This design comes from an exercise in tuning for small area, a short achievable clock period and few clock cycles on the open sky130 flow, not from production work. Only simulation tests tie the RTL to the original design; equivalence was not proved.

==> run D <==
==> flow/design.v (excerpt) <==
module tbcrc_unit (
    input  wire        clk,
    input  wire        rst,
    input  wire        in_valid,
    output wire        in_ready,
    input  wire        in_first,
    input  wire        in_last,
    input  wire        in_combine,
    input  wire [1:0]  in_poly,
    input  wire [2:0]  in_nbytes,
    input  wire [63:0] in_data,
    output reg         out_valid,
    output reg  [23:0] out_crc
);
    function [23:0] tab_a(input [1:0] sel, input [6:0] idx);
        case ({sel, idx})
            {2'd0, 7'd1}: tab_a = 24'h000002;
            {2'd0, 7'd2}: tab_a = 24'h000004;
            {2'd0, 7'd3}: tab_a = 24'h000008;
            {2'd0, 7'd4}: tab_a = 24'h000010;
            {2'd0, 7'd5}: tab_a = 24'h000020;
            {2'd0, 7'd6}: tab_a = 24'h000040;
            {2'd0, 7'd7}: tab_a = 24'h000080;
            {2'd0, 7'd8}: tab_a = 24'h000100;
            {2'd0, 7'd9}: tab_a = 24'h000200;
            {2'd0, 7'd10}: tab_a = 24'h000400;
            {2'd0, 7'd11}: tab_a = 24'h000800;
            {2'd0, 7'd12}: tab_a = 24'h001000;
  ...
export LEC_CHECK = 0
export CAP_MARGIN = 20
export CORE_MARGIN = 2
export CORE_UTILIZATION = 40
export PLACE_DENSITY = 0.6
export SLEW_MARGIN = 20
create_clock -name core_clock -period 44.0 [get_ports {clk}]
run.sh (not shown) runs the stock make flow with config.mk's settings and CLKGATE_MAP_FILE= SYNTH_SCRIPT=/design/flow/synth_recipe.tcl, a recipe that flattens the netlist after the stock synthesis.
==> inputs of run C, as changes to run D <==
--- a/flow/config.mk
+++ b/flow/config.mk
@@ -5,6 +5,7 @@
 export SDC_FILE = /design/flow/constraint.sdc
 export NUM_CORES = 4
 export LEC_CHECK = 0
+export ABC_CLOCK_PERIOD_IN_PS = 9000
 export CAP_MARGIN = 20
 export CORE_MARGIN = 2
 export CORE_UTILIZATION = 40
==> results.py <==
metrics = {
    "run_status": {
        "failing_step": "1_2_yosys",
        "status": "aborted with a tool error",
        "tool.error": "ERROR: TCL interpreter returned an error: Source files actually used in the design:",
    },
    "logic_synthesis": {
        "yosys_warnings": 1,
    },
}
[end of results for run D]
==> results.py <==
metrics = {
    "run_status": {
        "status": "aborted with a tool error",
        "failing_step": "1_2_yosys",
        "tool.error": "ERROR: TCL interpreter returned an error: Source files actually used in the design:",
    },
    "logic_synthesis": {
        "yosys_warnings": 1,
    },
}
[end of results for run C]
Testbench counts of run D, summed over its fixed seeds: cycles 8,818.
Testbench counts of run C, summed over its fixed seeds: cycles 8,818.

---

==> v25: inputs <==
tbcrc_unit, a different RTL version from the one above (not shown whole).
export LEC_CHECK = 0
export CAP_MARGIN = 5
export CORE_MARGIN = 2
export CORE_UTILIZATION = 50
export PLACE_DENSITY = 0.65
export SLEW_MARGIN = 5
export SYNTH_MEMORY_MAX_BITS = 65536
create_clock -name core_clock -period 44.0 [get_ports {clk}]
standard.sh (not shown) runs the stock make flow with config.mk's settings and CLKGATE_MAP_FILE= SYNTH_SCRIPT=/design/flow/synth_recipe.tcl, a recipe that flattens the netlist after the stock synthesis.
==> flow/flow/run.sh <==
#!/bin/bash
# Layout: the standard flow (standard.sh), unchanged except that the
# buffers it puts on every input and output port are buf_2 cells instead of
# the cell buffer_ports picks by itself (a slow clkdlybuf4s50_1).
# The full output of the flow goes to standard_flow.log; ORFS keeps each
# tool's own log under orfs/logs/.
set -euo pipefail
cd "$(dirname "$0")/.."
bash standard.sh 'BUFFER_PORTS_ARGS=-buffer_cell sky130_fd_sc_hd__buf_2' finish > standard_flow.log 2>&1
==> v15: changes against v25 <==
Settings changed: CAP_MARGIN 5 to 20, CORE_UTILIZATION 50 to 30, PLACE_DENSITY 0.65 to 0.5, SLEW_MARGIN 5 to 20.
==> v8: changes against v25 <==
Settings changed: CAP_MARGIN 5 to 20, CORE_UTILIZATION 50 to 62, PLACE_DENSITY 0.65 to 0.75, SLEW_MARGIN 5 to 20.
==> notes <==
- v25 produced a clean layout. v8 went through all stages and came out clean. v15 ran to the end with no violations.
- Core utilization: v15 is lower than v25 (21 points).
- In v15 the register-to-register slack is better than in v25, by 0.42 ns.
- Global-route usage, lowest first: v15, v25, v8.
- In synthesized area, v8 and v25 do not differ.
- Against v25, the clock skew of v8 is lower by 0.0074 ns.
- Via count: v15 < v25 < v8.
- Die area: v15 > v25 > v8.
==> figures <==
|  | v25 | v8 | v15 |
|---|---|---|---|
| Outcome | complete, no violations | complete, no violations | complete, no violations |
| Final clock-cell share | 2.580% | 2.266% | 2.805% |
| Vias per inst | 6.661 | 7.170 | 5.793 |
| Placed cells | 6671 | 6426 | 7525 |
| Core region area | 90010 um^2 | 72710 um^2 | 150000 um^2 |
| Normalized max-slew margin | 8.843% | 9.423% | 15.20% |
| Routing usage on met1 | 59.02% | 66.07% | 39.76% |
| Gp weighted congestion | 1.106 | 1.179 | 1.052 |
| Detailed Place HPWL | 163.4 mm | 153.1 mm | 176.2 mm |
| Summed area of non-filler cells in the final layout | 48880 um^2 | 48310 um^2 | 50220 um^2 |
| Crit path to | out_crc[5] | out_crc[6] | out_crc[12] |
| DR WL met2 | 91.50 mm | 83.85 mm | 99.04 mm |
| Upper clock frequency limit | 0.1019 GHz | 0.1010 GHz | 0.1012 GHz |
| Wire per inst | 32.79 um | 32.77 um | 30.97 um |
| Sum of routed wire length over all layers | 221.1 mm | 212.8 mm | 235.6 mm |
| Slack of the critical path | 34.18 ns | 34.10 ns | 34.12 ns |
Testbench counts of v25, summed over its fixed seeds: cycles 8,842.
Testbench counts of v15, summed over its fixed seeds: cycles 8,842.
Testbench counts of v8, summed over its fixed seeds: cycles 8,842.

-- afterwards: timing with drivers on the ports --
How much do the figures lean on ideal ports? The routed layouts below were timed once more, with nothing changed but the port constraints. Step 1: set_driving_cell puts a clkbuf_16 on clk and a buf_2 on each other input, an assumption about the parent block. Step 2 times the ports against the registers' clock, not the clock port: input delays grow and output delays shrink by t, the midpoint of the rising clock arrivals with the driver on. a / b / c = ideal / step 1 / step 2; a / b = the first two.
run	t (ns)	setup WS [ns]	clock arrival spread, ns	slew at the worst register clock pin (ns)
v25	0.645	34.182 / 34.118 / 34.662	0.040 / 0.040	0.10 / 0.10
v15	0.712	34.119 / 34.044 / 34.673	0.031 / 0.032	0.07 / 0.07
v8	0.682	34.100 / 34.034 / 34.646	0.036 / 0.036	0.08 / 0.08
After both steps setup and hold are still met in every run listed.
